This design comes from an exercise in tuning for small area, a short achievable clock period and few clock cycles per item on the open sky130 flow, not from production work. No functional check of the RTL was part of any run shown here. Power is estimated from default activity; no workload was simulated.

<file path="design/flow/config.mk">
export PLATFORM = sky130hd
export DESIGN_NAME = stripe_engine
export DESIGN_NICKNAME = stripe_engine
export VERILOG_FILES = /design/flow/design.v
export SDC_FILE = /design/flow/constraint.sdc
export NUM_CORES = 4
export LEC_CHECK = 0
export CAP_MARGIN = 20
export CORE_MARGIN = 2
export CORE_UTILIZATION = 65
export CTS_CLUSTER_DIAMETER = 60
export CTS_CLUSTER_SIZE = 28
export PLACE_DENSITY = 0.75
export SLEW_MARGIN = 20
</file>
<file path="design/flow/constraint.sdc">
create_clock -name core_clock -period 15.0 [get_ports {clk}]
set_input_delay 3.0000 -clock core_clock [delete_from_list [all_inputs] [get_ports {clk}]]
set_output_delay 3.0000 -clock core_clock [all_outputs]
set_load 0.01 [all_outputs]
</file>
<file path="design/flow/design.v">
module stripe_engine (
  input  wire        clk,
  input  wire        rst,
  input  wire        cmd_valid,
  output wire        cmd_ready,
  input  wire [1:0]  cmd_op,        
  input  wire [4:0]  cmd_dcount,    
  input  wire [21:0] cmd_miss,      
  input  wire        cmd_miss_p,    
  input  wire        cmd_miss_q,    
  input  wire        in_valid,
  output wire        in_ready,
  input  wire [63:0] in_data,
  output wire        res_valid,
  input  wire        res_ready,
  output reg  [2:0]  res_status,
  output reg  [4:0]  res_pos,
  output reg  [63:0] res_p,
  output reg  [63:0] res_q,
  output reg  [63:0] res_dx,
  output reg  [63:0] res_dy
);
  localparam ST_OK = 3'd0, ST_QBAD = 3'd1, ST_PBAD = 3'd2, ST_LOST = 3'd3, ST_DBAD = 3'd4;
  function automatic [7:0] gf_mul(input [7:0] a, input [7:0] b);
    reg [7:0] r, t;
    integer i;
    begin
      r = 8'h00;
      t = a;
      for (i = 0; i < 8; i = i + 1) begin
        if (b[i]) r = r ^ t;
        t = {t[6:0], 1'b0} ^ (t[7] ? 8'h1D : 8'h00);
      end
      gf_mul = r;
    end
  endfunction
  function automatic [7:0] gf_xtime(input [7:0] a);
    gf_xtime = {a[6:0], 1'b0} ^ (a[7] ? 8'h1D : 8'h00);
  endfunction
  function automatic [7:0] gf_xinv(input [7:0] a);
    gf_xinv = {1'b0, a[7:1]} ^ (a[0] ? 8'h8E : 8'h00);
  endfunction
  function automatic [7:0] g_pos(input [4:0] e);
    g_pos =
      (e == 5'd0) ? 8'h01 :
      (e == 5'd1) ? 8'h02 :
      (e == 5'd2) ? 8'h04 :
      (e == 5'd3) ? 8'h08 :
      (e == 5'd4) ? 8'h10 :
      (e == 5'd5) ? 8'h20 :
      (e == 5'd6) ? 8'h40 :
      (e == 5'd7) ? 8'h80 :
      (e == 5'd8) ? 8'h1D :
      (e == 5'd9) ? 8'h3A :
      (e == 5'd10) ? 8'h74 :
      (e == 5'd11) ? 8'hE8 :
      (e == 5'd12) ? 8'hCD :
      (e == 5'd13) ? 8'h87 :
      (e == 5'd14) ? 8'h13 :
      (e == 5'd15) ? 8'h26 :
      (e == 5'd16) ? 8'h4C :
      (e == 5'd17) ? 8'h98 :
      (e == 5'd18) ? 8'h2D :
      (e == 5'd19) ? 8'h5A :
      (e == 5'd20) ? 8'hB4 :
      (e == 5'd21) ? 8'h75 :
      8'h00;
  endfunction
  function automatic [7:0] g_neg(input [4:0] e);
    g_neg =
      (e == 5'd0) ? 8'h01 :
      (e == 5'd1) ? 8'h8E :
      (e == 5'd2) ? 8'h47 :
      (e == 5'd3) ? 8'hAD :
      (e == 5'd4) ? 8'hD8 :
      (e == 5'd5) ? 8'h6C :
      (e == 5'd6) ? 8'h36 :
      (e == 5'd7) ? 8'h1B :
      (e == 5'd8) ? 8'h83 :
      (e == 5'd9) ? 8'hCF :
      (e == 5'd10) ? 8'hE9 :
      (e == 5'd11) ? 8'hFA :
      (e == 5'd12) ? 8'h7D :
      (e == 5'd13) ? 8'hB0 :
      (e == 5'd14) ? 8'h58 :
      (e == 5'd15) ? 8'h2C :
      (e == 5'd16) ? 8'h16 :
      (e == 5'd17) ? 8'h0B :
      (e == 5'd18) ? 8'h8B :
      (e == 5'd19) ? 8'hCB :
      (e == 5'd20) ? 8'hEB :
      (e == 5'd21) ? 8'hFB :
      8'h00;
  endfunction
  function automatic [7:0] g_tinv(input [4:0] e);
    g_tinv =
      (e == 5'd1) ? 8'hF4 :
      (e == 5'd2) ? 8'hA7 :
      (e == 5'd3) ? 8'h9D :
      (e == 5'd4) ? 8'h72 :
      (e == 5'd5) ? 8'hED :
      (e == 5'd6) ? 8'h5F :
      (e == 5'd7) ? 8'h54 :
      (e == 5'd8) ? 8'hA0 :
      (e == 5'd9) ? 8'hA9 :
      (e == 5'd10) ? 8'hFB :
      (e == 5'd11) ? 8'h74 :
      (e == 5'd12) ? 8'h85 :
      (e == 5'd13) ? 8'hE4 :
      (e == 5'd14) ? 8'hC0 :
      (e == 5'd15) ? 8'h8A :
      (e == 5'd16) ? 8'h67 :
      (e == 5'd17) ? 8'hDC :
      (e == 5'd18) ? 8'h26 :
      (e == 5'd19) ? 8'h63 :
      (e == 5'd20) ? 8'hF2 :
      (e == 5'd21) ? 8'hE9 :
      8'h00;
  endfunction
  reg        busy_in;           
  reg        cmd_ready_r;
  reg        in_ready_r;
  reg        rdy_d, rdy_p, rdy_q;   
  reg        gq;                
  reg        rec_r, chk_r;      
  reg [4:0]  n_r;               
  reg [21:0] miss_r;
  reg        mp_r, mq_r;
  reg [4:0]  bcnt;              
  reg [4:0]  xr, yr;            
  reg [1:0]  nd;                
  reg [63:0] pacc, racc;        
  assign cmd_ready = cmd_ready_r;
  assign in_ready  = in_ready_r;
  wire cmd_take  = cmd_valid & cmd_ready_r;
  wire beat_d    = in_valid & rdy_d;
  wire beat_p    = in_valid & rdy_p;
  wire beat_q    = in_valid & rdy_q;
  reg  missing;                  
  reg  last_d;                   
  wire [4:0] bnext = bcnt + 5'd1;
  wire [31:0] miss_x = {10'd0, miss_r};
  wire [1:0] nd_next = (missing && nd != 2'd3) ? nd + 2'd1 : nd;
  reg [63:0] racc_x;
  integer l;
  always @(*) begin
    for (l = 0; l < 8; l = l + 1)
      racc_x[8*l +: 8] = gf_xinv(racc[8*l +: 8]);
  end
  reg        pass;              
  reg        ldone;             
  reg [3:0]  cnt;               
  reg        rv;                
  reg [7:0]  kr, kq, kt;        
  reg        m_gen, m_chk, m_lost, m_c4, m_c5, m_c6, m_c7, m_mp, m_mq;
  reg [4:0]  n_pass;
  reg [7:0]  s_u, s_x;          
  reg        found;             
  reg        bad;
  reg        spnz, sqnz;
  reg        sact;              
  reg [7:0]  st;                
  reg [4:0]  sj;
  reg        xfound;
  reg [4:0]  xpos;
  assign res_valid = rv;
  wire [7:0] lp = res_p[7:0];
  wire [7:0] lq = res_q[7:0];
  wire [7:0] la = res_dx[7:0];
  wire [7:0] lr = res_dy[7:0];
  wire [7:0] tp = res_p[63:56];
  wire [7:0] tq = res_q[63:56];
  wire [7:0] sp  = lp ^ la;
  wire [7:0] mr  = gf_mul(kr, lr);
  wire [7:0] sq  = lq ^ mr;
  wire [7:0] opq = m_c5 ? sp : m_chk ? tp : lq;
  wire [7:0] mq  = gf_mul(kq, opq);
  wire [7:0] opt = m_chk ? tq : s_u;
  wire [7:0] mt  = gf_mul(kt, opt);
  reg [7:0] np, nq, x1;
  always @(*) begin
    np = 8'd0; nq = 8'd0; x1 = 8'd0;
    if (m_gen) begin
      np = la; nq = mr;
    end else if (m_chk) begin
      np = sp; nq = sq;
    end else if (m_c4) begin
      np = m_mp ? la : lp;
      nq = m_mq ? mr : lq;
    end else if (m_c5) begin
      np = lp;
      nq = m_mq ? (mr ^ mq) : lq;
      x1 = sp;
    end else if (m_c6) begin
      x1 = mq ^ mr;
      np = la ^ mq ^ mr;
      nq = lq;
    end else if (m_c7) begin
      np = lp; nq = lq;
      x1 = sp;
    end
  end
  wire [7:0] nx = m_c7 ? (s_x ^ mt) : s_x;
  wire [7:0] ny = m_c7 ? mt : 8'd0;
  wire [7:0] st1 = gf_xtime(st);
  wire [7:0] st2 = gf_xtime(st1);
  wire [7:0] st3 = gf_xtime(st2);
  wire [7:0] st4 = gf_xtime(st3);
  wire h0 = (st  == kq) && (sj        < n_pass);
  wire h1 = (st1 == kq) && (sj + 5'd1 < n_pass);
  wire h2 = (st2 == kq) && (sj + 5'd2 < n_pass);
  wire h3 = (st3 == kq) && (sj + 5'd3 < n_pass);
  wire [2:0] nlost = {1'b0, nd} + {2'b00, mp_r} + {2'b00, mq_r};
  wire s_lost = rec_r & (nlost > 3'd2);
  wire s_c4 = rec_r & ~s_lost & (nd == 2'd0);
  wire s_c5 = rec_r & ~s_lost & (nd == 2'd1) & ~mp_r;
  wire s_c6 = rec_r & ~s_lost & (nd == 2'd1) & mp_r;
  wire s_c7 = rec_r & ~s_lost & (nd == 2'd2);
  wire [4:0] e_r = (s_c6 | s_c7) ? (n_r - 5'd1 - xr) : (n_r - 5'd1);
  wire idle_next = ~pass & ~(rv & ~res_ready);
  always @(posedge clk) begin
    if (rst) begin
      busy_in     <= 1'b0;
      cmd_ready_r <= 1'b1;
      in_ready_r  <= 1'b0;
      rdy_d       <= 1'b0;
      gq          <= 1'b0;
      rdy_p       <= 1'b0;
      rdy_q       <= 1'b0;
      pass        <= 1'b0;
      rv          <= 1'b0;
    end else begin
      if (cmd_take) begin
        busy_in     <= 1'b1;
        cmd_ready_r <= 1'b0;
        in_ready_r  <= 1'b1;
        rdy_d       <= 1'b1;
        gq          <= ~((cmd_op == 2'd1) & cmd_miss[0]);
      end
      if (beat_d)
        gq <= ~last_d & ~(rec_r & miss_x[bnext]);
      if (beat_d & last_d) begin
        rdy_d      <= 1'b0;
        in_ready_r <= idle_next;
        rdy_p      <= idle_next;
      end
      if (busy_in & ~rdy_d & ~rdy_q & ~in_ready_r) begin
        in_ready_r <= idle_next;
        rdy_p      <= idle_next;
      end
      if (beat_p) begin
        rdy_p <= 1'b0;
        rdy_q <= 1'b1;
      end
      if (beat_q) begin
        rdy_q       <= 1'b0;
        busy_in     <= 1'b0;
        cmd_ready_r <= 1'b1;
        in_ready_r  <= 1'b0;
        pass        <= 1'b1;
      end
      if (pass && !ldone && cnt == 4'd8 && !m_chk) begin
        pass <= 1'b0;
        rv   <= 1'b1;
      end
      if (pass && ldone && !sact) begin
        pass <= 1'b0;
        rv   <= 1'b1;
      end
      if (rv && res_ready)
        rv <= 1'b0;
    end
  end
  always @(posedge clk) begin
    if (cmd_ready_r) begin
      rec_r   <= (cmd_op == 2'd1);
      chk_r   <= (cmd_op == 2'd2);
      n_r     <= cmd_dcount;
      miss_r  <= cmd_miss;
      mp_r    <= cmd_miss_p;
      mq_r    <= cmd_miss_q;
      bcnt    <= 5'd0;
      nd      <= 2'd0;
      missing <= (cmd_op == 2'd1) & cmd_miss[0];
      last_d  <= (cmd_dcount == 5'd1);
    end
    if (beat_d) begin
      bcnt    <= bnext;
      nd      <= nd_next;
      missing <= rec_r & miss_x[bnext];
      last_d  <= (bnext == n_r - 5'd1);
    end
    if (rdy_d && missing && nd == 2'd0) xr <= bcnt;
    if (rdy_d && missing && nd == 2'd1) yr <= bcnt;
  end
  wire [7:0] g_pos_k = g_pos(rdy_p ? xr : e_r);
  always @(posedge clk) begin
    if (rdy_p) begin
      kq <= s_c5 ? g_pos_k : g_neg(xr);
      kt <= g_tinv(yr - xr);
    end
    if (rdy_q) begin
      ldone  <= 1'b0;
      cnt    <= 4'd0;
      m_gen  <= ~rec_r & ~chk_r;
      m_chk  <= chk_r;
      m_lost <= s_lost;
      m_c4   <= s_c4;
      m_c5   <= s_c5;
      m_c6   <= s_c6;
      m_c7   <= s_c7;
      m_mp   <= mp_r;
      m_mq   <= mq_r;
      n_pass <= n_r;
      kr     <= g_pos_k;
      found  <= 1'b0;
      bad    <= 1'b0;
      spnz   <= 1'b0;
      sqnz   <= 1'b0;
      sact   <= 1'b0;
      xfound <= 1'b0;
    end else if (pass) begin
      if (!ldone) begin
        cnt <= cnt + 4'd1;
        if (cnt == 4'd8) begin
          ldone <= 1'b1;
          if (!m_chk) begin
            res_pos    <= 5'd0;
            res_status <= m_lost ? ST_LOST : ST_OK;
          end
        end
        if (m_chk && cnt != 4'd0) begin
          if (tp != 8'd0) spnz <= 1'b1;
          if (tq != 8'd0) sqnz <= 1'b1;
          if (!found) begin
            if (tp != 8'd0) begin
              found <= 1'b1;
              kt    <= tp;
              kq    <= tq;
              st    <= tp;
              sj    <= 5'd0;
              sact  <= 1'b1;
            end else if (tq != 8'd0) begin
              bad <= 1'b1;
            end
          end else if (mt != mq) begin
            bad <= 1'b1;
          end
        end
      end
      if (sact) begin
        if (h0 | h1 | h2 | h3) begin
          xfound <= 1'b1;
          xpos   <= h0 ? sj : h1 ? sj + 5'd1 : h2 ? sj + 5'd2 : sj + 5'd3;
          sact   <= 1'b0;
        end else if (sj + 5'd4 >= n_pass) begin
          sact   <= 1'b0;
        end
        st <= st4;
        sj <= sj + 5'd4;
      end
      if (ldone && !sact) begin
        res_pos <= 5'd0;
        if (!spnz && !sqnz)      res_status <= ST_OK;
        else if (!spnz)          res_status <= ST_QBAD;
        else if (!sqnz)          res_status <= ST_PBAD;
        else if (!bad && xfound) begin
          res_status <= ST_DBAD;
          res_pos    <= xpos;
        end else                 res_status <= ST_LOST;
      end
    end
  end
  wire [63:0] gd = in_data & {64{in_valid & gq}};
  always @(posedge clk) begin
    if (cmd_ready_r) begin
      pacc <= 64'd0;
      racc <= 64'd0;
    end else begin
      pacc <= pacc ^ gd;
      racc <= racc ^ ({64{beat_d}} & (racc_x ^ racc)) ^ gd;
    end
  end
  always @(posedge clk) begin
    s_u <= sp ^ mq ^ mr;
    s_x <= x1;
  end
  always @(posedge clk) begin
    if (rdy_p) begin
      res_p  <= in_data;
      res_dx <= pacc;
      res_dy <= racc;
    end
    if (rdy_q)
      res_q  <= in_data;
    if (pass && !ldone && cnt != 4'd8) begin
      res_p <= {np, res_p[63:8]};
      res_q <= {nq, res_q[63:8]};
    end
    if (pass && !ldone) begin
      res_dx <= {nx, res_dx[63:8]};
      res_dy <= {ny, res_dy[63:8]};
    end
  end
endmodule
</file>
<file path="design/flow/flow/run.sh">
#!/bin/bash
# Standard ORFS layout with a tighter repair target and small port buffers.
set -euo pipefail
bash standard.sh SETUP_SLACK_MARGIN=10.6 \
  "BUFFER_PORTS_ARGS=-buffer_cell sky130_fd_sc_hd__buf_1" finish > orfs_make.log 2>&1
</file>
<file path="design/flow/standard.sh">
#!/bin/bash
# synth_recipe.tcl (not shown) runs the flow's synth.tcl, then flattens the netlist and writes it again
# the make line also repeats each setting of config.mk as NAME=value (left out here)
make -C /OpenROAD-flow-scripts/flow DESIGN_CONFIG=/design/flow/config.mk WORK_HOME=/design/flow/orfs CLKGATE_MAP_FILE= SYNTH_SCRIPT=/design/flow/synth_recipe.tcl "${@:-finish}"
</file>
==> results of run 1 <==
repair_timing:
item                       CTS  global route
buffers inserted            20             8
resized for setup            1             7
setup endpoints to repair   21            40
cell type report:
| class | count | area, sq um |
|---|---|---|
| multi-input combinational | 2417 | 14410 |
| sequential | 532 | 14180 |
| fill | 3273 | 11780 |
| timing repair buffer | 417 | 1802 |
| clock buffer | 43 | 991.0 |
| tap | 592 | 740.7 |
| clock inverter | 25 | 315.3 |
| inverter | 52 | 195.2 |
| antenna | 3 | 7.507 |
routing by layer:
layer  track usage  part of all wire
met1        0.5733              0.39
met2        0.6239              0.44
met3       0.08763              0.13
met4        0.1607             0.046
met5             0                 0
worst max path at each step:
stage                     endpoint                     start  cells after the start  slack [ns]
2_1_floorplan  racc[31]$_SDFF_PP0_                  in_valid                      7       10.62
3_3_place_gp    racc[5]$_SDFF_PP0_                  in_valid                      6       10.14
3_5_place_dp   racc[33]$_SDFF_PP0_                  in_valid                      7       10.07
4_1_cts                  cmd_ready  cmd_ready_r$_SDFFE_PP1P_                      1       10.45
5_1_grt              kq[1]$_DFF_P_          n_r[0]$_DFFE_PP_                     13       10.59
6_report                 res_p[56]       res_p[56]$_DFFE_PP_                      1       10.60
cells in the final DEF, fill, tap and decap left out, drive strengths merged, types with 15 or more instances in the layout:
master    n
nand2   896
buf     417
edfxtp  352
xnor2   307
nor2    306
dfxtp   180
xor2    160
a21oi   123
o21ai   105
mux2i    75
inv      62
clkbuf   43
nor3     33
nand3    31
mux2     29
ha       25
a221oi   19
nand2b   19
o22ai    18
and2     18
a31oi    17
nor2b    17
a211oi   16
and3     15
power by group:
| group | leakage (nW) | switching [mW] | internal (mW) | total [mW] |
|---|---|---|---|---|
| logic | 6.97 | 1.47 | 1.00 | 2.47 |
| registers | 4.76 | 0.175 | 1.70 | 1.88 |
| clock network | 0.619 | 0.569 | 0.540 | 1.11 |
state kept, by name, indices dropped and copies added (netlist names), 3 cells and up:
name,count
res_q,64
res_dx,64
racc,64
pacc,64
kr,8
bcnt,5
xr,5
s_x,8
res_pos,5
kq,8
res_dy,64
miss_r,22
n_r,5
s_u,8
cnt,4
n_pass,5
res_status,3
sj,3
st,8
kt,8
res_p,64
yr,5
xpos,5
kinds of logic after synthesis:
group                      after synthesis  share of synthesized area
xor gates and xnor gates               480                     0.1514
AOI/OAI and AO/OA                      408                    0.08774
adders and majority gates               29                    0.01301
DFF                                    532                     0.4815
and+or+nand+nor                       1389                     0.1919
buffers and inverters                  244                    0.03248
muxes                                  111                    0.04196
stage by stage:
| stage | cell area (sq um) | utilization | total power [mW] | std cells |
|---|---|---|---|---|
| floorplan | 29440 | - | 3.638 | 3193 |
| global placement | 31030 | 0.6986 | 4.241 | 3981 |
| detailed placement | 31030 | 0.6986 | 4.280 | 3981 |
| CTS | 32500 | 0.7318 | 5.388 | 4069 |
| global route | 32630 | 0.7347 | 5.663 | 4078 |
| finish | 32640 | 0.7349 | 5.457 | 4081 |
==> impl_metrics.py, run 1 <==
metrics = {
    "sta": {
        "finalCritPeriodShare": 0.2934,
        "setup-tns-final_ns": 0,
        "max_freq_ghz": 0.2272,
        "hold-worst-slack_ns": 0.4837,
        "setup_slack_ns": 10.60,
        "finalHoldViolCount": 0,
        "rsz0062_at_grt": "no",
        "worstMarginPinSlew_ns": 1.071,
        "fin_worst_skew_ns": 0.05031,
        "setup_viol": 0,
        "finalCriticalPeriod_ns": 4.401,
        "slew_violations": 0,
        "max_slew_margin": 0.2783,
    },
    "route": {
        "wire_per_inst_um": 24.05,
        "firstDrtPassIters": 6,
        "wl_um": 98150,
        "viasPerCell": 6.251,
        "drc_errors": 0,
        "drt_iter0_markers": 3283,
        "vias": 25510,
        "antenna_left": 0,
    },
    "synthesis": {
        "synth_async_sr_flop_share": 0,
        "netlist.area_leader.share": 0.3591,
        "synth_flop_cell": "edfxtp_1",
        "postSynthCellCount": 3193,
        "synth_warnings": 1,
        "yosysMostFrequentCell": "nand2_1",
        "synth.area.top_cells": "edfxtp_1, dfxtp_1, nand2_1",
        "yosysUniqueCellTypes": 84,
        "ys_top_cells_by_count": "nand2_1, edfxtp_1, nor2_1",
        "synthesis.nets": 3321,
        "seq_area_frac_synth": 0.4815,
        "synth_area_sq_mm": 0.02943,
        "synth.avg_cell_area_sq_um": 9.218,
        "synth-seq-cells": 532,
        "synth_enable_flop_cells": 352,
        "synth_top_cell_by_area": "edfxtp_1",
    },
    "critical_path": {
        "worst_path_max_delay_cell": "edfxtp_1",
        "required_ns": 12.00,
        "slowest_delay_ns": 0.61,
        "path_delay_family": "flip-flops",
        "critical_path.startpoint_type": "register",
        "reg2reg_to": "res_p[60]$_DFFE_PP_",
        "rrSetupSlack_ns": 10.76,
        "reg2reg_from": "m_chk$_DFFE_PP_",
        "cp.arrival_ns": 1.40,
        "critPathBufInv": 1,
        "ff2ff_path_depth": 10,
        "crit_chain": "buf_1",
        "cp-end-kind": "primary output",
        "cp_max_fo": 3,
        "path_class": "reg2out",
    },
    "global_routing": {
        "grt_max_degree": 129,
        "gr-total-overflow": 0,
        "grt_pass1_wl_um": 144600,
        "antenna_found_initial": 4,
        "grt_use_total": 0.4086,
        "grt_pass1_vias": 23560,
    },
    "layout": {
        "syn_to_final_growth_pct": 10.88,
        "drive_gt1_frac": 0.05422,
        "final_nets": 3585,
    },
    "place": {
        "dp_hpwl_um": 70310,
        "place_ws_ns": 10.07,
        "port_buffers": 366,
        "gp_congestion": 1.030,
    },
    "clocking": {
        "cts.clk_slew.worst_paths_ns": 0.10,
        "h-tree-depth": 2,
        "cts-hold-fix-buffers": 0,
        "clock_sinks": 532,
        "cts.path.max_buffers": 3,
        "numCtsBuffers": 37,
        "clk_latency_ns": 0.60,
        "cts_tree": "built",
        "root_buffer": "clkbuf_16",
    },
    "min_path": {
        "hp-start": "chk_r$_DFFE_PP_",
        "whs_path_depth": 0,
        "hp-class": "reg2reg",
        "holdPathEnd": "m_chk$_DFFE_PP_",
    },
    "pwr": {
        "p_leak_nw": 12.35,
        "ir_drop_mv": 0.1627,
        "p_per_area_mw_per_mm2": 167.2,
    },
    "run_status": {
        "status": "timing/DRC/antenna clean",
    },
    "floorplanning": {
        "fp.dieH_um": 216.8,
        "dieArea_sq_mm": 0.04700,
        "num_io_pins": 367,
        "coreArea_sq_mm": 0.04441,
        "initial_core_util": 0.6627,
        "rows": 77,
        "fp.dieW_um": 216.8,
    },
    "run": {
        "max_cap_viol_count": 0,
    },
}
==> run 2, diff against run 1 <==
==> design/flow/flow/run.sh (replaced) <==
#!/bin/bash
# Standard ORFS layout with a tighter repair target and small port buffers.
set -euo pipefail
bash standard.sh SETUP_SLACK_MARGIN=10.75 \
  "BUFFER_PORTS_ARGS=-buffer_cell sky130_fd_sc_hd__buf_1" finish > orfs_make.log 2>&1
==> impl_metrics.py, run 2 <==
metrics = {
    "sta": {
        "max_slew_margin": 0.1967,
        "max_freq_ghz": 0.2321,
        "setup_viol": 0,
        "finalCritPeriodShare": 0.2872,
        "worstMarginPinSlew_ns": 1.192,
        "setup-tns-final_ns": 0,
        "fin_worst_skew_ns": 0.04812,
        "finalCriticalPeriod_ns": 4.308,
        "finalHoldViolCount": 0,
        "slew_violations": 0,
        "rsz0062_at_grt": "yes",
        "setup_slack_ns": 10.69,
        "hold-worst-slack_ns": 0.4729,
    },
    "pwr": {
        "p_sw_mw": 2.245,
        "ir_drop_mv": 0.2031,
        "p_int_mw": 3.275,
        "swShare": 0.4067,
        "seqPwrFrac": 0.336,
        "power_frac_comb": 0.460,
        "p_per_area_mw_per_mm2": 165.0,
        "p_leak_nw": 12.93,
        "total_power_mw": 5.520,
        "pwr-share-clk": 0.204,
    },
    "layout": {
        "most-common-layout-cells": "nand2_1, edfxtp_1, buf_1",
        "final_common_cell": "nand2_1",
        "final.fill_count": 3129,
        "drive_gt1_frac": 0.09030,
        "syn_to_final_growth_pct": 13.66,
        "final_nets": 3665,
    },
    "global_routing": {
        "grt_max_degree": 110,
        "grt_pass1_wl_um": 147200,
        "grt_use_total": 0.4161,
        "grt_pass1_vias": 23990,
        "gr-total-overflow": 0,
        "antenna_found_initial": 5,
    },
    "run_status": {
        "status": "timing/DRC/antenna clean",
    },
    "critical_path": {
        "path_class": "reg2out",
        "slowest_delay_ns": 0.55,
        "critPathBufInv": 1,
        "cp-end-kind": "primary output",
        "cp.arrival_ns": 1.31,
        "crit_chain": "buf_1",
        "cp_max_fo": 2,
        "required_ns": 12.00,
        "worst_path_max_delay_cell": "edfxtp_1",
        "path_delay_family": "flip-flops",
        "critical_path.startpoint_type": "register",
    },
    "place": {
        "gp_congestion": 1.028,
        "port_buffers": 366,
        "place_ws_ns": 10.07,
        "dp_hpwl_um": 70210,
    },
    "route": {
        "wl_um": 100500,
        "vias": 26020,
        "viasPerCell": 6.253,
        "drt_iter0_markers": 3500,
        "drc_errors": 0,
        "antenna_left": 0,
        "wire_per_inst_um": 24.15,
        "firstDrtPassIters": 6,
    },
    "synthesis": {
        "synth_flop_cell": "edfxtp_1",
        "netlist.area_leader.share": 0.3591,
        "synth_area_sq_mm": 0.02943,
        "synth.area.top_cells": "edfxtp_1, dfxtp_1, nand2_1",
        "synth_top_cell_by_area": "edfxtp_1",
        "synth_warnings": 1,
        "postSynthCellCount": 3193,
        "yosysUniqueCellTypes": 84,
        "synth.avg_cell_area_sq_um": 9.218,
        "ys_top_cells_by_count": "nand2_1, edfxtp_1, nor2_1",
        "synth_async_sr_flop_share": 0,
        "yosysMostFrequentCell": "nand2_1",
        "synth-seq-cells": 532,
        "synth_enable_flop_cells": 352,
        "synthesis.nets": 3321,
        "seq_area_frac_synth": 0.4815,
    },
    "clocking": {
        "cts_tree": "built",
        "numCtsBuffers": 37,
        "clock_sinks": 532,
        "clk_latency_ns": 0.61,
        "root_buffer": "clkbuf_16",
        "h-tree-depth": 2,
        "cts.clk_slew.worst_paths_ns": 0.10,
        "cts.path.max_buffers": 3,
    },
    "min_path": {
        "hp-class": "reg2reg",
    },
    "floorplanning": {
        "rows": 77,
        "dieArea_sq_mm": 0.04700,
        "initial_core_util": 0.6627,
        "coreArea_sq_mm": 0.04441,
        "fp.dieW_um": 216.8,
        "num_io_pins": 367,
        "fp.dieH_um": 216.8,
    },
    "run": {
        "max_cap_viol_count": 0,
    },
}
[run 2: routing by layer]
layer	GRT usage	up-vias	wire, um
met5	0	-	27
met4	0.1790	4	5200
met3	0.08903	291	13050
met2	0.6293	1918	44080
met1	0.5833	12370	38120
li1	-	11430	-
[run 2: repair_timing]
item,4_1_cts,5_1_grt
setup endpoints to repair,101,113
buffers inserted,75,34
cloned,0,0
pin swaps,0,2
gates resized for setup,26,57
hold buffers,0,0
[run 2: worst paths after layout]
path	slack, ns	from	end	cells after the start
setup reg to reg	10.91	m_chk$_DFFE_PP_	res_q[60]$_DFFE_PP_	10
hold reg to reg	0.47	chk_r$_DFFE_PP_	m_chk$_DFFE_PP_	0
hold / removal	0.47	chk_r$_DFFE_PP_	m_chk$_DFFE_PP_	0
setup / recovery	10.69	res_q[56]$_DFFE_PP_	res_q[56]	1
[run 2: layout make-up]
| class | count | area (sq um) | share of cell area |
|---|---|---|---|
| tap | 592 | 740.7 | 0.02214 |
| inverter | 52 | 195.2 | 0.005834 |
| sequential | 532 | 14180 | 0.4238 |
| antenna | 3 | 7.507 | 0.0002244 |
| multi-input combinational | 2417 | 14450 | 0.4318 |
| clock buffer | 43 | 1022 | 0.03055 |
| clock inverter | 25 | 300.3 | 0.008976 |
| timing repair buffer | 497 | 2566 | 0.07670 |
[run 2: cell families (layout without fill, tap and decap cells)]
family          Yosys count  after routing  share of synthesized area
simple gates           1389           1389                     0.1919
compound gates          408            408                    0.08774
buf+inv                 244            617                    0.03248
xor+xnor                480            480                     0.1514
mux                     111            111                    0.04196
fa+ha+maj                29             29                    0.01301
other cells               0              3                          0
flops                   532            532                     0.4815
[run 2: worst register-to-register path, stage by stage (launching register included)]
cell	delay, ns
edfxtp_1	0.36
buf_4	0.58
mux2_2	0.48
mux2_2	0.40
mux2i_1	0.17
xor2_1	0.18
o21ai_0	0.17
xnor3_1	0.57
xnor2_2	0.28
a222oi_1	0.42
o22ai_1	0.18
[run 2: power groups by stage]
stage	Sequential (mW)	Clock, mW	Combinational (mW)
6_report	1.86	1.13	2.54
5_1_grt	1.87	1.17	2.68
4_1_cts	1.85	1.12	2.44
3_5_place_dp	1.90	0	2.37
3_3_place_gp	1.90	0	2.35
2_1_floorplan	1.81	0	1.83
[run 2: metrics by stage]
step | cells | util | area (sq um)
detailed placement | 3980 | 0.6983 | 31010
global placement | 3980 | 0.6982 | 31010
finish | 4161 | 0.7533 | 33460
floorplan | 3193 | - | 29460
global route | 4158 | 0.7531 | 33450
CTS | 4123 | 0.7434 | 33020
==> run 3, diff against run 2 <==
==> design/flow/flow/run.sh (replaced) <==
#!/bin/bash
# Standard ORFS layout with a tighter repair target and small port buffers.
set -euo pipefail
bash standard.sh SETUP_SLACK_MARGIN=10.9 \
  "BUFFER_PORTS_ARGS=-buffer_cell sky130_fd_sc_hd__buf_1" finish > orfs_make.log 2>&1
==> impl_metrics.py, run 3 <==
metrics = {
    "layout": {
        "final_common_cell": "nand2_1",
        "syn_to_final_growth_pct": 18.07,
        "fin_util": 0.7825,
        "final_nets": 3792,
        "most-common-layout-cells": "nand2_1, edfxtp_1, nor2_1",
        "final.fill_count": 2910,
        "postLayoutCellArea_sq_mm": 0.03475,
        "drive_gt1_frac": 0.1706,
        "instances_no_fill": 4287,
    },
    "floorplanning": {
        "initial_core_util": 0.6627,
        "coreArea_sq_mm": 0.04441,
        "dieArea_sq_mm": 0.04700,
        "fp.dieW_um": 216.8,
        "fp.dieH_um": 216.8,
        "rows": 77,
        "num_io_pins": 367,
    },
    "route": {
        "drc_errors": 0,
        "drt_iter0_markers": 3744,
        "firstDrtPassIters": 9,
        "antenna_left": 0,
        "vias": 26840,
        "wl_um": 104900,
        "wire_per_inst_um": 24.46,
        "viasPerCell": 6.261,
    },
    "synthesis": {
        "synthesis.nets": 3321,
        "postSynthCellCount": 3193,
        "synth_warnings": 1,
        "ys_top_cells_by_count": "nand2_1, edfxtp_1, nor2_1",
        "synth.avg_cell_area_sq_um": 9.218,
        "synth_async_sr_flop_share": 0,
        "synth.area.top_cells": "edfxtp_1, dfxtp_1, nand2_1",
        "synth_flop_cell": "edfxtp_1",
        "synth_enable_flop_cells": 352,
        "seq_area_frac_synth": 0.4815,
        "yosysUniqueCellTypes": 84,
        "synth-seq-cells": 532,
        "yosysMostFrequentCell": "nand2_1",
        "netlist.area_leader.share": 0.3591,
        "synth_top_cell_by_area": "edfxtp_1",
        "synth_area_sq_mm": 0.02943,
    },
    "critical_path": {
        "ff2ff_path_depth": 11,
        "path_delay_family": "flip-flops",
        "cp-end-kind": "primary output",
        "reg2reg_from": "res_p[1]$_DFFE_PP_",
        "critPathBufInv": 1,
        "worst_path_max_delay_cell": "edfxtp_1",
        "cp.arrival_ns": 1.32,
        "startpoint": "res_p[20]$_DFFE_PP_",
        "slowest_delay_ns": 0.53,
        "reg2reg_to": "res_q[59]$_DFFE_PP_",
        "crit_cells": 1,
        "crit_end": "res_p[20]",
        "required_ns": 12.00,
        "rrSetupSlack_ns": 11.00,
        "path_class": "reg2out",
        "crit_chain": "clkbuf_2",
        "cp_max_fo": 2,
        "critical_path.startpoint_type": "register",
    },
    "sta": {
        "fin_worst_skew_ns": 0.04999,
        "max_slew_margin": 0.2051,
        "hold-worst-slack_ns": 0.4587,
        "setup_slack_ns": 10.68,
        "setup-tns-final_ns": 0,
        "finalHoldViolCount": 0,
        "setup_viol": 0,
        "rsz0062_at_grt": "yes",
        "worstMarginPinSlew_ns": 1.180,
        "slew_violations": 0,
        "finalCritPeriodShare": 0.2881,
        "finalCriticalPeriod_ns": 4.322,
        "max_freq_ghz": 0.2314,
    },
    "place": {
        "place_ws_ns": 10.03,
        "place_inst": 3985,
        "dpl_cell_area_sq_mm": 0.03106,
        "gp_congestion": 1.010,
        "dp_hpwl_um": 70360,
        "port_buffers": 366,
    },
    "global_routing": {
        "grt_use_total": 0.4246,
        "antenna_found_initial": 5,
        "grt_pass1_vias": 24720,
        "grt_pass1_wl_um": 150500,
        "grt_max_degree": 129,
        "gr-total-overflow": 0,
    },
    "pwr": {
        "power_frac_comb": 0.470,
        "p_sw_mw": 2.254,
        "p_int_mw": 3.273,
        "total_power_mw": 5.526,
        "ir_drop_mv": 0.2330,
        "swShare": 0.4078,
        "p_per_area_mw_per_mm2": 159.0,
        "pwr-share-clk": 0.193,
        "p_leak_nw": 14.09,
        "seqPwrFrac": 0.337,
    },
    "clocking": {
        "clock_sinks": 532,
        "root_buffer": "clkbuf_16",
        "cts.clk_slew.worst_paths_ns": 0.10,
        "numCtsBuffers": 36,
        "cts_tree": "built",
        "clk_latency_ns": 0.60,
        "cts.path.max_buffers": 3,
        "h-tree-depth": 2,
        "cts-hold-fix-buffers": 0,
    },
    "run_status": {
        "status": "timing/DRC/antenna clean",
    },
    "min_path": {
        "hp-class": "reg2reg",
    },
    "run": {
        "max_cap_viol_count": 0,
    },
}
-- run 3: cell counts after synthesis --
No cell type changed its count.
-- run 3: layout make-up --
class | count | area, sq um | share of cell area
Multi-Input combinational cell | 2417 | 14480 | 0.4166
Clock inverter | 21 | 217.7 | 0.006264
Antenna cell | 3 | 7.507 | 0.0002160
Clock buffer | 45 | 985.9 | 0.02837
Inverter | 52 | 198.9 | 0.005724
Tap cell | 592 | 740.7 | 0.02131
Timing Repair Buffer | 625 | 3945 | 0.1135
Sequential cell | 532 | 14180 | 0.4080
-- run 3: kinds of logic after synthesis --
| logic type | after synthesis | share of synthesized area |
|---|---|---|
| buf+inv | 244 | 0.03248 |
| fa+ha+maj | 29 | 0.01301 |
| flops | 532 | 0.4815 |
| xor+xnor | 480 | 0.1514 |
| compound gates | 408 | 0.08774 |
| simple gates | 1389 | 0.1919 |
| mux | 111 | 0.04196 |
-- run 3: power by group through the flow --
stage / Clock [mW] / Sequential [mW] / Combinational [mW]
2_1_floorplan: 0 / 1.81 / 1.83
3_3_place_gp: 0 / 1.90 / 2.34
3_5_place_dp: 0 / 1.90 / 2.38
4_1_cts: 1.06 / 1.85 / 2.47
5_1_grt: 1.10 / 1.87 / 2.74
6_report: 1.06 / 1.86 / 2.60
-- run 3: what timing repair did --
item / CTS / global route
buffers inserted: 161 / 72
setup endpoints to repair: 394 / 379
cloned: 0 / 0
hold endpoints to repair: 0 / 0
gates resized for setup: 110 / 220
pin swaps: 0 / 2
-- run 3: routing by layer --
layer | wire length [um] | vias to the layer above | GRT usage
met4 | 6098 | 4 | 0.1849
met5 | 25 | - | 0
li1 | - | 11700 | -
met2 | 46510 | 2012 | 0.6524
met3 | 13500 | 351 | 0.09532
met1 | 38740 | 12780 | 0.5824
-- run 3: worst min-delay path by stage --
stage               cells past startpoint  slack (ns)       startpoint               to
CTS                                     0        0.46  chk_r$_DFFE_PP_  m_chk$_DFFE_PP_
floorplan                               0        0.43  chk_r$_DFFE_PP_  m_chk$_DFFE_PP_
global route                            0        0.48  chk_r$_DFFE_PP_  m_chk$_DFFE_PP_
finish                                  0        0.46  chk_r$_DFFE_PP_  m_chk$_DFFE_PP_
global placement                        0        0.44  chk_r$_DFFE_PP_  m_chk$_DFFE_PP_
detailed placement                      0        0.45  chk_r$_DFFE_PP_  m_chk$_DFFE_PP_
==> run 4, diff against run 3 <==
--- a/design/flow/design.v
+++ b/design/flow/design.v
@@ -169,6 +169,5 @@
   wire [7:0] la = res_dx[7:0];
   wire [7:0] lr = res_dy[7:0];
-  wire [7:0] tp = res_p[63:56];
-  wire [7:0] tq = res_q[63:56];
+  reg  [7:0] tp, tq;
   wire [7:0] sp  = lp ^ la;
   wire [7:0] mr  = gf_mul(kr, lr);
@@ -385,4 +384,6 @@
     s_u <= sp ^ mq ^ mr;
     s_x <= x1;
+    tp  <= sp;
+    tq  <= sq;
   end
   always @(posedge clk) begin
==> design/flow/flow/run.sh (replaced) <==
#!/bin/bash
# Standard ORFS layout with a tighter repair target and small port buffers.
set -euo pipefail
bash standard.sh SETUP_SLACK_MARGIN=10.6 \
  "BUFFER_PORTS_ARGS=-buffer_cell sky130_fd_sc_hd__buf_1" finish > orfs_make.log 2>&1
==> impl_metrics.py, run 4 <==
metrics = {
    "run_status": {
        "status": "timing/DRC/antenna clean",
    },
    "clocking": {
        "h-tree-depth": 2,
        "clock_sinks": 548,
        "cts_tree": "built",
        "clk_latency_ns": 0.61,
        "root_buffer": "clkbuf_16",
        "cts.clk_slew.worst_paths_ns": 0.10,
        "cts.path.max_buffers": 3,
        "numCtsBuffers": 38,
    },
    "sta": {
        "fin_worst_skew_ns": 0.05622,
        "max_slew_margin": 0.2688,
        "rsz0062_at_grt": "no",
        "max_freq_ghz": 0.2271,
        "hold-worst-slack_ns": 0.4840,
        "setup_viol": 0,
        "finalHoldViolCount": 0,
        "slew_violations": 0,
        "worstMarginPinSlew_ns": 1.097,
        "setup-tns-final_ns": 0,
        "finalCriticalPeriod_ns": 4.403,
        "finalCritPeriodShare": 0.2936,
    },
    "route": {
        "wl_um": 104800,
        "vias": 26030,
        "wl_met1_um": 38560,
        "drt_iter0_markers": 3704,
        "top_layer": "met4",
        "drc_errors": 0,
        "wire_per_inst_um": 25.57,
        "met2WireLength_um": 45280,
        "met3_length_um": 12560,
        "antenna_left": 0,
        "firstDrtPassIters": 7,
        "viasPerCell": 6.349,
    },
    "pwr": {
        "pwr-share-clk": 0.195,
        "total_power_mw": 5.951,
        "seqPwrFrac": 0.333,
        "swShare": 0.4250,
        "p_per_area_mw_per_mm2": 179.3,
        "ir_drop_mv": 0.1967,
        "p_int_mw": 3.422,
        "power_frac_comb": 0.472,
        "p_sw_mw": 2.529,
        "p_leak_nw": 12.64,
    },
    "synthesis": {
        "synth-seq-cells": 548,
        "synth_top_cell_by_area": "edfxtp_1",
        "synthesis.nets": 3334,
        "synth_async_sr_flop_share": 0,
        "postSynthCellCount": 3206,
        "synth_flop_cell": "edfxtp_1",
        "yosysUniqueCellTypes": 89,
        "synth_enable_flop_cells": 352,
        "synth.area.top_cells": "edfxtp_1, dfxtp_1, nand2_1",
        "seq_area_frac_synth": 0.4837,
        "ys_top_cells_by_count": "nand2_1, edfxtp_1, nor2_1",
        "synth_area_sq_mm": 0.02997,
        "yosysMostFrequentCell": "nand2_1",
        "synth.avg_cell_area_sq_um": 9.347,
        "synth_warnings": 1,
        "netlist.area_leader.share": 0.3527,
    },
    "global_routing": {
        "gr-total-overflow": 0,
        "grt_max_degree": 85,
        "grt_pass1_wl_um": 151600,
        "grt_use_total": 0.4308,
        "antenna_found_initial": 1,
        "grt_pass1_vias": 24330,
    },
    "layout": {
        "postLayoutCellArea_sq_mm": 0.03318,
        "final_common_cell": "nand2_1",
        "final_nets": 3598,
        "syn_to_final_growth_pct": 10.73,
        "most-common-layout-cells": "nand2_1, buf_1, edfxtp_1",
        "drive_gt1_frac": 0.05687,
        "antenna_cells": 0,
    },
    "critical_path": {
        "path_delay_family": "flip-flops",
        "cp_max_fo": 5,
        "crit_chain": "buf_1",
        "cp.arrival_ns": 1.40,
        "required_ns": 12.00,
        "cp-end-kind": "primary output",
        "worst_path_max_delay_cell": "edfxtp_1",
        "critPathBufInv": 1,
        "slowest_delay_ns": 0.60,
        "critical_path.startpoint_type": "register",
        "path_class": "reg2out",
    },
    "floorplanning": {
        "dieArea_sq_mm": 0.04784,
        "rows": 78,
        "coreArea_sq_mm": 0.04548,
        "num_io_pins": 367,
        "fp.dieW_um": 218.7,
        "initial_core_util": 0.6589,
        "fp.dieH_um": 218.7,
    },
    "place": {
        "port_buffers": 366,
        "dp_hpwl_um": 76460,
        "dpl_cell_area_sq_mm": 0.03157,
        "gp_congestion": 1.046,
    },
    "run": {
        "max_cap_viol_count": 0,
    },
    "min_path": {
        "hp-class": "reg2reg",
    },
}
[run 4: final timing paths]
path                                            from                    to  slack, ns  depth (start not counted)
worst max-delay path              res_q[3]$_DFFE_PP_              res_q[3]      10.60                          1
worst min-delay path            busy_in$_SDFFE_PP0P_  busy_in$_SDFFE_PP0P_       0.48                          1
worst max register to register       kr[7]$_DFFE_PP_   res_q[56]$_DFFE_PP_      10.62                          9
worst min register to register  busy_in$_SDFFE_PP0P_  busy_in$_SDFFE_PP0P_       0.48                          1
[run 4: worst register-to-register path, delay by kind of cell, from the launching register on]
family,cells,cell delay (ns)
AOI/OAI and AO/OA,2,0.61
xor gates and xnor gates,5,2.51
DFF,1,0.84
and+or+nand+nor,2,0.21
[run 4: what timing repair did]
action                     4_1_cts  5_1_grt
setup buffers                   13       11
resized for setup                2        3
hold buffers                     0        0
gates cloned                     0        0
setup endpoints to repair       16      138
[run 4: power by group through the flow]
stage	Clock [mW]	Combinational, mW	Sequential (mW)
finish	1.16	2.81	1.98
global route	1.21	2.95	1.99
CTS	1.16	2.71	1.97
detailed placement	0	2.67	2.01
global placement	0	2.63	2.01
floorplan	0	2.04	1.88
[run 4: kinds of logic (layout without fill, tap and decap cells)]
group	after synthesis	after routing	synth area share
DFF	548	548	0.4837
muxes	117	117	0.04359
buffers and inverters	240	533	0.03194
adders and majority gates	28	28	0.01244
xor gates and xnor gates	468	468	0.1492
AOI/OAI and AO/OA	424	424	0.09119
and+or+nand+nor	1381	1381	0.1880
[run 4: routing by layer]
layer | vias up | track usage
li1 | 11350 | -
met3 | 407 | 0.09562
met2 | 1860 | 0.6403
met1 | 12410 | 0.5684
met4 | 0 | 0.2847
met5 | - | 0
[run 4: final cells by class]
class                      count  area (sq um)
inverter                      50         187.7
clock inverter                27         380.4
sequential                   548         14500
fill                        3305         12300
clock buffer                  42         987.2
timing repair buffer         414          1772
tap                          600         750.7
multi-input combinational   2418         14610
[run 4: per-stage QoR]
stage / utilization / worst slack (ns) / instances
2_1_floorplan: - / 10.62 / 3206
5_1_grt: 0.7296 / 10.60 / 4099
3_5_place_dp: 0.6941 / 9.920 / 4006
6_report: 0.7296 / 10.60 / 4099
3_3_place_gp: 0.6941 / 9.908 / 4006
4_1_cts: 0.7274 / 10.58 / 4088
==> run 5, diff against run 4 <==
--- a/design/flow/design.v
+++ b/design/flow/design.v
@@ -169,5 +169,6 @@
   wire [7:0] la = res_dx[7:0];
   wire [7:0] lr = res_dy[7:0];
-  reg  [7:0] tp, tq;
+  wire [7:0] tp = res_p[63:56];
+  wire [7:0] tq = res_q[63:56];
   wire [7:0] sp  = lp ^ la;
   wire [7:0] mr  = gf_mul(kr, lr);
@@ -384,6 +385,4 @@
     s_u <= sp ^ mq ^ mr;
     s_x <= x1;
-    tp  <= sp;
-    tq  <= sq;
   end
   always @(posedge clk) begin
--- a/design/flow/config.mk
+++ b/design/flow/config.mk
@@ -8,7 +8,7 @@
 export CAP_MARGIN = 20
 export CORE_MARGIN = 2
-export CORE_UTILIZATION = 65
+export CORE_UTILIZATION = 72
 export CTS_CLUSTER_DIAMETER = 60
-export CTS_CLUSTER_SIZE = 28
-export PLACE_DENSITY = 0.75
+export CTS_CLUSTER_SIZE = 30
+export PLACE_DENSITY = 0.82
 export SLEW_MARGIN = 20
==> impl_metrics.py, run 5 <==
metrics = {
    "clocking": {
        "cts.clk_slew.worst_paths_ns": 0.08,
        "cts.path.max_buffers": 3,
        "clk_latency_ns": 0.62,
        "root_buffer": "clkbuf_16",
        "numCtsBuffers": 38,
        "clock_sinks": 532,
        "cts_tree": "built",
        "h-tree-depth": 2,
        "cts-hold-fix-buffers": 0,
    },
    "global_routing": {
        "grt_use_total": 0.4703,
        "grt_max_degree": 100,
        "gr-total-overflow": 0,
        "grt_pass1_vias": 24830,
        "antenna_found_initial": 5,
        "grt_pass1_wl_um": 148600,
    },
    "synthesis": {
        "netlist.area_leader.share": 0.3591,
        "yosysUniqueCellTypes": 84,
        "synth_flop_cell": "edfxtp_1",
        "synth_warnings": 1,
        "synth.area.mux_share": 0.04196,
        "postSynthCellCount": 3193,
        "synth.avg_cell_area_sq_um": 9.218,
        "synth_async_sr_flop_share": 0,
        "yosysMostFrequentCell": "nand2_1",
        "synth_top_family_by_area": "simple AND/OR/NAND/NOR gates",
        "synth.area.top_cells": "edfxtp_1, dfxtp_1, nand2_1",
        "synth_enable_flop_cells": 352,
        "synth_compound_area_frac": 0.08774,
        "synth-xor-area-share": 0.1514,
        "synth-simple-area-share": 0.1919,
        "synth_top_cell_by_area": "edfxtp_1",
        "synth-seq-cells": 532,
        "synth_area_sq_mm": 0.02943,
        "seq_area_frac_synth": 0.4815,
        "synth_adder_area_share": 0.01301,
        "ys_top_cells_by_count": "nand2_1, edfxtp_1, nor2_1",
        "synthesis.nets": 3321,
    },
    "floorplanning": {
        "dieArea_sq_mm": 0.04251,
        "fp.dieW_um": 206.2,
        "fp.dieH_um": 206.2,
        "rows": 74,
        "num_io_pins": 367,
        "initial_core_util": 0.7258,
        "coreArea_sq_mm": 0.04055,
    },
    "route": {
        "drc_errors": 0,
        "antenna_left": 0,
        "drt_iter0_markers": 3904,
        "vias": 26360,
        "firstDrtPassIters": 6,
        "viasPerCell": 6.549,
        "wire_per_inst_um": 25.28,
        "wl_um": 101800,
    },
    "place": {
        "dp_hpwl_um": 70750,
        "gp_congestion": 0.9952,
        "port_buffers": 366,
        "place_ws_ns": 10.07,
        "dpl_cell_area_sq_mm": 0.03094,
    },
    "sta": {
        "setup-tns-final_ns": 0,
        "max_slew_margin": 0.2519,
        "slew_violations": 0,
        "worstMarginPinSlew_ns": 1.091,
        "fin_worst_skew_ns": 0.06358,
        "finalHoldViolCount": 0,
        "setup_slack_ns": 10.58,
        "max_freq_ghz": 0.2263,
        "finalCritPeriodShare": 0.2945,
        "rsz0062_at_grt": "no",
        "setup_viol": 0,
        "finalCriticalPeriod_ns": 4.418,
        "hold-worst-slack_ns": 0.4651,
    },
    "min_path": {
        "hp-class": "reg2reg",
    },
    "critical_path": {
        "critPathBufInv": 1,
        "cp_max_fo": 5,
        "critical_path.startpoint_type": "register",
        "path_class": "reg2out",
        "cp.arrival_ns": 1.42,
        "required_ns": 12.00,
        "cp-end-kind": "primary output",
        "crit_chain": "buf_1",
        "path_delay_family": "flip-flops",
        "slowest_delay_ns": 0.59,
        "worst_path_max_delay_cell": "edfxtp_1",
    },
    "layout": {
        "most-common-layout-cells": "nand2_1, buf_1, edfxtp_1",
        "postLayoutCellArea_sq_mm": 0.03266,
        "final_nets": 3590,
        "drive_gt1_frac": 0.05614,
        "final.fill_count": 2431,
        "syn_to_final_growth_pct": 10.97,
        "final_common_cell": "nand2_1",
    },
    "pwr": {
        "p_leak_nw": 12.42,
        "ir_drop_mv": 0.1360,
        "p_per_area_mw_per_mm2": 169.4,
    },
    "run": {
        "max_cap_viol_count": 0,
    },
    "run_status": {
        "status": "timing/DRC/antenna clean",
    },
}
[run 5: worst paths after layout]
| path | slack [ns] | depth (start not counted) | start | to |
|---|---|---|---|---|
| max | 10.58 | 1 | res_q[62]$_DFFE_PP_ | res_q[62] |
| min | 0.47 | 0 | chk_r$_DFFE_PP_ | m_chk$_DFFE_PP_ |
| max reg2reg | 10.77 | 9 | m_chk$_DFFE_PP_ | res_p[60]$_DFFE_PP_ |
| min reg2reg | 0.47 | 0 | chk_r$_DFFE_PP_ | m_chk$_DFFE_PP_ |
[run 5: report_power, final]
group,internal [mW],switching [mW]
clock network,0.549,0.625
registers,1.70,0.160
logic,1.01,1.49
total,3.26,2.28
[run 5: cell type report]
cell class,count,area [sq um],area share
multi-input combinational,2417,14400,0.4410
sequential,532,14180,0.4341
timing repair buffer,421,1832,0.05608
clock buffer,41,993.5,0.03042
tap,532,665.6,0.02038
clock inverter,28,391.6,0.01199
inverter,52,195.2,0.005976
antenna,2,5.005,0.0001532
[run 5: repair_timing]
action	in CTS	in global routing
hold endpoints to repair	0	0
buffers inserted	19	15
endpoints found under the setup margin	19	123
gates cloned	0	0
resized for setup	0	6
[run 5: kinds of logic (layout without fill, tap and decap cells)]
| logic type | after synthesis | count (layout) |
|---|---|---|
| AOI/OAI and AO/OA | 408 | 408 |
| xor gates and xnor gates | 480 | 480 |
| adders and majority gates | 29 | 29 |
| buffers and inverters | 244 | 542 |
| DFF | 532 | 532 |
| muxes | 111 | 111 |
| other | 0 | 2 |
| and+or+nand+nor | 1389 | 1389 |
[run 5: routing by layer]
layer | global-route usage | share of wire | vias up | routed length, um
li1 | - | - | 11300 | -
met1 | 0.6073 | 0.35 | 12410 | 35650
met2 | 0.7148 | 0.44 | 2191 | 44940
met3 | 0.1265 | 0.14 | 457 | 14050
met4 | 0.2765 | 0.070 | 6 | 7084
met5 | 0 | 0.00034 | - | 35
[run 5: stage by stage]
step,util,total power [mW],instances
2_1_floorplan,-,3.638,3193
3_3_place_gp,0.7628,4.248,3920
3_5_place_dp,0.7628,4.290,3920
4_1_cts,0.8008,5.446,4008
5_1_grt,0.8054,5.725,4024
6_report,0.8054,5.532,4025
==> run 6, diff against run 5 <==
==> design/flow/flow/run.sh (replaced) <==
#!/bin/bash
# Standard ORFS layout with a tighter repair target and small port buffers.
set -euo pipefail
bash standard.sh SETUP_SLACK_MARGIN=10.65 \
  "BUFFER_PORTS_ARGS=-buffer_cell sky130_fd_sc_hd__buf_1" finish > orfs_make.log 2>&1
--- a/design/flow/config.mk
+++ b/design/flow/config.mk
@@ -6,9 +6,9 @@
 export NUM_CORES = 4
 export LEC_CHECK = 0
-export CAP_MARGIN = 20
+export CAP_MARGIN = 5
 export CORE_MARGIN = 2
-export CORE_UTILIZATION = 72
+export CORE_UTILIZATION = 65
 export CTS_CLUSTER_DIAMETER = 60
 export CTS_CLUSTER_SIZE = 30
-export PLACE_DENSITY = 0.82
-export SLEW_MARGIN = 20
+export PLACE_DENSITY = 0.75
+export SLEW_MARGIN = 5
==> impl_metrics.py, run 6 <==
metrics = {
    "run_status": {
        "status": "timing/DRC/antenna clean",
    },
    "pwr": {
        "power_frac_comb": 0.462,
        "p_per_area_mw_per_mm2": 167.0,
        "swShare": 0.4158,
        "ir_drop_mv": 0.2565,
        "p_leak_nw": 12.41,
        "p_int_mw": 3.191,
        "seqPwrFrac": 0.343,
        "pwr-share-clk": 0.195,
        "p_sw_mw": 2.271,
    },
    "layout": {
        "final_nets": 3602,
        "instances_no_fill": 4093,
        "syn_to_final_growth_pct": 11.09,
        "final_common_cell": "nand2_1",
        "most-common-layout-cells": "nand2_1, buf_1, edfxtp_1",
        "final.fill_count": 3234,
        "drive_gt1_frac": 0.05857,
    },
    "clocking": {
        "clock_sinks": 532,
        "cts-hold-fix-buffers": 0,
        "cts_tree": "built",
        "numCtsBuffers": 35,
        "h-tree-depth": 2,
        "root_buffer": "clkbuf_16",
        "cts.clk_slew.worst_paths_ns": 0.09,
        "clk_latency_ns": 0.62,
        "cts.path.max_buffers": 3,
    },
    "route": {
        "viasPerCell": 6.319,
        "wl_met1_um": 37880,
        "firstDrtPassIters": 7,
        "wire_per_inst_um": 24.66,
        "wl_um": 100900,
        "met2WireLength_um": 44730,
        "top_layer": "met5",
        "drt_iter0_markers": 3835,
        "antenna_left": 0,
        "drc_errors": 0,
        "met3_length_um": 12860,
        "vias": 25860,
    },
    "synthesis": {
        "synth_area_sq_mm": 0.02943,
        "synth_flop_cell": "edfxtp_1",
        "synth_adder_area_share": 0.01301,
        "seq_area_frac_synth": 0.4815,
        "netlist.area_leader.share": 0.3591,
        "synth_compound_area_frac": 0.08774,
        "synth-simple-area-share": 0.1919,
        "synth.area.mux_share": 0.04196,
        "synth.area.top_cells": "edfxtp_1, dfxtp_1, nand2_1",
        "synth.avg_cell_area_sq_um": 9.218,
        "synth_enable_flop_cells": 352,
        "synth_top_cell_by_area": "edfxtp_1",
        "synth_async_sr_flop_share": 0,
        "postSynthCellCount": 3193,
        "synth-xor-area-share": 0.1514,
        "synth_warnings": 1,
        "yosysUniqueCellTypes": 84,
        "synthesis.nets": 3321,
        "ys_top_cells_by_count": "nand2_1, edfxtp_1, nor2_1",
        "synth_top_family_by_area": "simple AND/OR/NAND/NOR gates",
        "synth-seq-cells": 532,
        "yosysMostFrequentCell": "nand2_1",
    },
    "critical_path": {
        "reg2reg_to": "kq[5]$_DFF_P_",
        "worst_path_max_delay_cell": "edfxtp_1",
        "required_ns": 12.00,
        "slowest_delay_ns": 0.56,
        "rrSetupSlack_ns": 10.78,
        "ff2ff_path_depth": 11,
        "path_delay_family": "flip-flops",
        "startpoint": "res_q[2]$_DFFE_PP_",
        "path_class": "reg2out",
        "cp.arrival_ns": 1.36,
        "crit_cells": 1,
        "crit_chain": "buf_1",
        "cp_max_fo": 6,
        "cp-end-kind": "primary output",
        "critPathBufInv": 1,
        "crit_end": "res_q[2]",
        "reg2reg_from": "mp_r$_DFFE_PP_",
        "critical_path.startpoint_type": "register",
    },
    "sta": {
        "slew_violations": 0,
        "finalCritPeriodShare": 0.2904,
        "setup_slack_ns": 10.64,
        "rsz0062_at_grt": "yes",
        "worstMarginPinSlew_ns": 1.233,
        "max_slew_margin": 0.1693,
        "finalCriticalPeriod_ns": 4.356,
        "finalHoldViolCount": 0,
        "fin_worst_skew_ns": 0.07062,
        "hold-worst-slack_ns": 0.4574,
        "max_freq_ghz": 0.2295,
        "setup-tns-final_ns": 0,
        "setup_viol": 0,
    },
    "global_routing": {
        "gr-total-overflow": 0,
        "grt_pass1_vias": 24190,
        "grt_use_total": 0.4197,
        "grt_pass1_wl_um": 148200,
        "grt_max_degree": 105,
        "antenna_found_initial": 7,
    },
    "floorplanning": {
        "initial_core_util": 0.6627,
        "fp.dieW_um": 216.8,
        "coreArea_sq_mm": 0.04441,
        "dieArea_sq_mm": 0.04700,
        "fp.dieH_um": 216.8,
        "num_io_pins": 367,
        "rows": 77,
    },
    "place": {
        "port_buffers": 366,
        "place_ws_ns": 10.04,
        "place_inst": 3984,
        "dp_hpwl_um": 71780,
        "gp_congestion": 1.016,
    },
    "min_path": {
        "hp-class": "reg2reg",
    },
    "run": {
        "max_cap_viol_count": 0,
    },
}
[run 6: cell families (layout without fill, tap and decap cells)]
kind of cell,count (synthesis),after routing
mux,111,111
xor+xnor,480,480
compound gates,408,408
simple gates,1389,1389
buf+inv,244,551
flops,532,532
fa+ha+maj,29,29
other cells,0,1
[run 6: layout make-up]
cell class | instances | area [sq um] | share of cell area
clock buffer | 37 | 883.3 | 0.02701
clock inverter | 26 | 359.1 | 0.01098
tap | 592 | 740.7 | 0.02265
inverter | 52 | 195.2 | 0.005969
timing repair buffer | 436 | 1932 | 0.05908
antenna | 1 | 2.502 | 0.00007653
sequential | 532 | 14180 | 0.4336
multi-input combinational | 2417 | 14410 | 0.4407
[run 6: timing repair]
action | CTS | global route
endpoints found under the hold margin | 0 | 0
setup endpoints to repair | 33 | 143
setup buffers | 31 | 14
resized for setup | 3 | 9
[run 6: how the worst min path moves through the flow]
stage                         start         endpoint  slack, ns  depth (start not counted)
floorplan           chk_r$_DFFE_PP_  m_chk$_DFFE_PP_       0.43                          0
global placement    chk_r$_DFFE_PP_  m_chk$_DFFE_PP_       0.44                          0
detailed placement  chk_r$_DFFE_PP_  m_chk$_DFFE_PP_       0.44                          0
CTS                 chk_r$_DFFE_PP_  m_chk$_DFFE_PP_       0.46                          0
global route        chk_r$_DFFE_PP_  m_chk$_DFFE_PP_       0.46                          0
finish              chk_r$_DFFE_PP_  m_chk$_DFFE_PP_       0.46                          0
[run 6: power by group through the flow]
| stage | Clock [mW] | Combinational, mW | Sequential (mW) |
|---|---|---|---|
| 2_1_floorplan | 0 | 1.83 | 1.81 |
| 3_3_place_gp | 0 | 2.35 | 1.91 |
| 3_5_place_dp | 0 | 2.39 | 1.91 |
| 4_1_cts | 1.06 | 2.43 | 1.87 |
| 5_1_grt | 1.11 | 2.66 | 1.88 |
| 6_report | 1.07 | 2.52 | 1.87 |
[run 6: routing by layer]
layer	global-route usage	up-vias
li1	-	11320
met2	0.6410	1831
met5	0	-
met3	0.08553	308
met4	0.1817	10
met1	0.5856	12400
[run 6: stage by stage]
stage | total power, mW | area [sq um] | utilization
floorplan | 3.639 | 29450 | -
global placement | 4.260 | 31040 | 0.6989
CTS | 5.365 | 32540 | 0.7327
detailed placement | 4.305 | 31040 | 0.6989
global route | 5.653 | 32700 | 0.7362
finish | 5.462 | 32700 | 0.7363
==> run 7, diff against run 6 <==
==> design/flow/flow/run.sh (replaced) <==
#!/bin/bash
# Standard ORFS layout with a tighter repair target and buf_1 port buffers;
# after global placement the buffers of the control inputs are upsized.
set -euo pipefail
here=$(pwd)
bash standard.sh SETUP_SLACK_MARGIN=10.6 \
  "POST_GLOBAL_PLACE_TCL=$here/flow/post_gpl.tcl" \
  "BUFFER_PORTS_ARGS=-buffer_cell sky130_fd_sc_hd__buf_1" finish > orfs_make.log 2>&1
==> design/flow/flow/post_gpl.tcl (new file) <==
# the control inputs fan out widely: give their port buffers more drive
foreach port {in_valid cmd_valid res_ready rst} {
  foreach inst [get_cells -of_objects [get_nets $port]] {
    puts "upsizing [get_full_name $inst] on $port"
    replace_cell $inst sky130_fd_sc_hd__buf_4
  }
}
--- a/design/flow/config.mk
+++ b/design/flow/config.mk
@@ -6,9 +6,9 @@
 export NUM_CORES = 4
 export LEC_CHECK = 0
-export CAP_MARGIN = 5
+export CAP_MARGIN = 20
 export CORE_MARGIN = 2
 export CORE_UTILIZATION = 65
 export CTS_CLUSTER_DIAMETER = 60
-export CTS_CLUSTER_SIZE = 30
+export CTS_CLUSTER_SIZE = 28
 export PLACE_DENSITY = 0.75
-export SLEW_MARGIN = 5
+export SLEW_MARGIN = 20
==> impl_metrics.py, run 7 <==
metrics = {
    "run_status": {
        "status": "timing/DRC/antenna clean",
    },
    "critical_path": {
        "path_delay_family": "flip-flops",
        "slowest_delay_ns": 0.61,
        "rrSetupSlack_ns": 10.70,
        "cp.arrival_ns": 1.41,
        "cp-end-kind": "primary output",
        "critical_path.startpoint_type": "register",
        "reg2reg_to": "res_p[60]$_DFFE_PP_",
        "crit_chain": "buf_1",
        "critPathBufInv": 1,
        "path_class": "reg2out",
        "ff2ff_path_depth": 10,
        "required_ns": 12.00,
        "cp_max_fo": 6,
        "startpoint": "res_q[1]$_DFFE_PP_",
        "reg2reg_from": "m_chk$_DFFE_PP_",
        "worst_path_max_delay_cell": "edfxtp_1",
    },
    "min_path": {
        "hp-class": "reg2reg",
        "holdPathEnd": "m_chk$_DFFE_PP_",
        "whs_path_depth": 0,
        "hp-start": "chk_r$_DFFE_PP_",
    },
    "route": {
        "firstDrtPassIters": 7,
        "antenna_left": 0,
        "drt_iter0_markers": 3491,
        "vias": 25680,
        "wire_per_inst_um": 24.03,
        "wl_um": 98010,
        "viasPerCell": 6.296,
        "drc_errors": 0,
    },
    "global_routing": {
        "antenna_found_initial": 2,
        "grt_max_degree": 129,
        "grt_pass1_vias": 23620,
        "gr-total-overflow": 0,
        "grt_use_total": 0.4083,
        "grt_pass1_wl_um": 144400,
    },
    "sta": {
        "finalHoldViolCount": 0,
        "fin_worst_skew_ns": 0.05653,
        "max_slew_margin": 0.2325,
        "finalCritPeriodShare": 0.2940,
        "worstMarginPinSlew_ns": 1.139,
        "slew_violations": 0,
        "max_freq_ghz": 0.2267,
        "setup-tns-final_ns": 0,
        "finalCriticalPeriod_ns": 4.411,
        "rsz0062_at_grt": "yes",
        "setup_viol": 0,
    },
    "layout": {
        "drive_gt1_frac": 0.05567,
        "instances_no_fill": 4079,
        "fin_util": 0.7352,
        "final_nets": 3584,
        "syn_to_final_growth_pct": 10.93,
        "most-common-layout-cells": "nand2_1, buf_1, edfxtp_1",
        "final_common_cell": "nand2_1",
        "final.fill_count": 3293,
    },
    "synthesis": {
        "yosysMostFrequentCell": "nand2_1",
        "synth.area.top_cells": "edfxtp_1, dfxtp_1, nand2_1",
        "synth.avg_cell_area_sq_um": 9.218,
        "yosysUniqueCellTypes": 84,
        "ys_top_cells_by_count": "nand2_1, edfxtp_1, nor2_1",
        "synth_warnings": 1,
        "seq_area_frac_synth": 0.4815,
        "postSynthCellCount": 3193,
        "synth_area_sq_mm": 0.02943,
        "synth_enable_flop_cells": 352,
        "synth_top_cell_by_area": "edfxtp_1",
        "synthesis.nets": 3321,
        "netlist.area_leader.share": 0.3591,
        "synth-seq-cells": 532,
        "synth_flop_cell": "edfxtp_1",
        "synth_async_sr_flop_share": 0,
    },
    "floorplanning": {
        "rows": 77,
        "fp.dieW_um": 216.8,
        "initial_core_util": 0.6627,
        "dieArea_sq_mm": 0.04700,
        "coreArea_sq_mm": 0.04441,
        "num_io_pins": 367,
        "fp.dieH_um": 216.8,
    },
    "clocking": {
        "clock_sinks": 532,
        "numCtsBuffers": 38,
        "h-tree-depth": 2,
        "cts.clk_slew.worst_paths_ns": 0.10,
        "cts_tree": "built",
        "root_buffer": "clkbuf_16",
        "cts.path.max_buffers": 3,
        "cts-hold-fix-buffers": 0,
        "clk_latency_ns": 0.61,
    },
    "pwr": {
        "p_leak_nw": 12.37,
        "p_per_area_mw_per_mm2": 167.6,
        "ir_drop_mv": 0.1699,
        "total_power_mw": 5.472,
    },
    "place": {
        "port_buffers": 366,
        "dp_hpwl_um": 70290,
        "place_inst": 3981,
    },
    "run": {
        "max_cap_viol_count": 0,
    },
}
## run 7: cell counts after synthesis
No cell type changed its count.
## run 7: per-layer routing
| layer | track usage | part of all wire | up-vias |
|---|---|---|---|
| met5 | 0 | 0.000071 | - |
| met4 | 0.1514 | 0.043 | 2 |
| met3 | 0.08595 | 0.13 | 260 |
| met2 | 0.6283 | 0.45 | 1810 |
| met1 | 0.5734 | 0.38 | 12320 |
| li1 | - | - | 11290 |
## run 7: per-stage QoR
step	hold WS, ns	setup slack, ns	area, sq um
2_1_floorplan	0.4275	10.62	29440
3_3_place_gp	0.4498	10.14	31030
3_5_place_dp	0.4647	10.16	31040
4_1_cts	0.4846	10.46	32550
5_1_grt	0.4937	10.55	32650
6_report	0.4863	10.59	32650
## run 7: cells by family after synthesis
group / synth area share
mux: 0.04196
xor+xnor: 0.1514
compound gates: 0.08774
flops: 0.4815
fa+ha+maj: 0.01301
simple gates: 0.1919
buf+inv: 0.03248
## run 7: worst max path at each step
stage,slack [ns],cells after the start,to
floorplan,10.62,7,racc[31]$_SDFF_PP0_
global route,10.55,1,cmd_ready
detailed placement,10.16,7,racc[33]$_SDFF_PP0_
global placement,10.14,6,racc[5]$_SDFF_PP0_
CTS,10.46,1,cmd_ready
finish,10.59,1,res_q[1]
## run 7: final cells by class
| cell class | count | area, sq um | area share |
|---|---|---|---|
| multi-input combinational | 2417 | 14410 | 0.4413 |
| sequential | 532 | 14180 | 0.4342 |
| timing repair buffer | 415 | 1789 | 0.05480 |
| clock buffer | 41 | 983.4 | 0.03012 |
| tap | 592 | 740.7 | 0.02269 |
| clock inverter | 28 | 351.6 | 0.01077 |
| inverter | 52 | 195.2 | 0.005978 |
| antenna | 2 | 5.005 | 0.0001533 |
## run 7: timing repair
item / in CTS / in global routing
endpoints found under the setup margin: 21 / 14
pin swaps: 0 / 0
resized for setup: 1 / 5
setup buffers: 20 / 7
## run 7: where the power goes
group | switching [mW] | total (mW) | internal, mW
clock | 0.590 | 1.12 | 0.531
sequential | 0.173 | 1.87 | 1.70
combinational | 1.47 | 2.48 | 1.00
total | 2.24 | 5.47 | 3.24
## run 7: worst register-to-register path, cell delays in order, from the launching register on
cell and delay, ns:
edfxtp_1 0.35, buf_4 0.57, mux2_2 0.48, mux2_2 0.40, mux2i_1 0.17, xor2_1 0.18
o21ai_0 0.16, xnor3_1 0.55, xnor2_1 0.72, mux2i_1 0.28, a21oi_1 0.11

## static timing again, ports no longer ideal
The flow's constraints put no driver on any port. The routed layouts listed below were extracted and timed again, unchanged, in two steps. Step 1, drivers: a clkbuf_16 drives clk and a buf_2 each remaining input, both assumed. Step 2 times the ports against the registers' clock, not the clock port: input delays grow and output delays shrink by t, the midpoint of the rising clock arrivals with the driver on. Slacks: ideal ports / drivers / drivers and shift; pairs: ideal ports / drivers.
run | shift t [ns] | setup WS [ns]
run 1 | 0.635 | 10.599 / 10.538 / 10.220
run 2 | 0.642 | 10.692 / 10.632 / 10.369
run 3 | 0.641 | 10.678 / 10.615 / 10.394
run 4 | 0.641 | 10.597 / 10.533 / 10.128
run 5 | 0.648 | 10.582 / 10.521 / 10.008
run 6 | 0.649 | 10.644 / 10.578 / 10.102
run 7 | 0.640 | 10.589 / 10.527 / 10.087
After both steps every run listed still meets setup and hold.
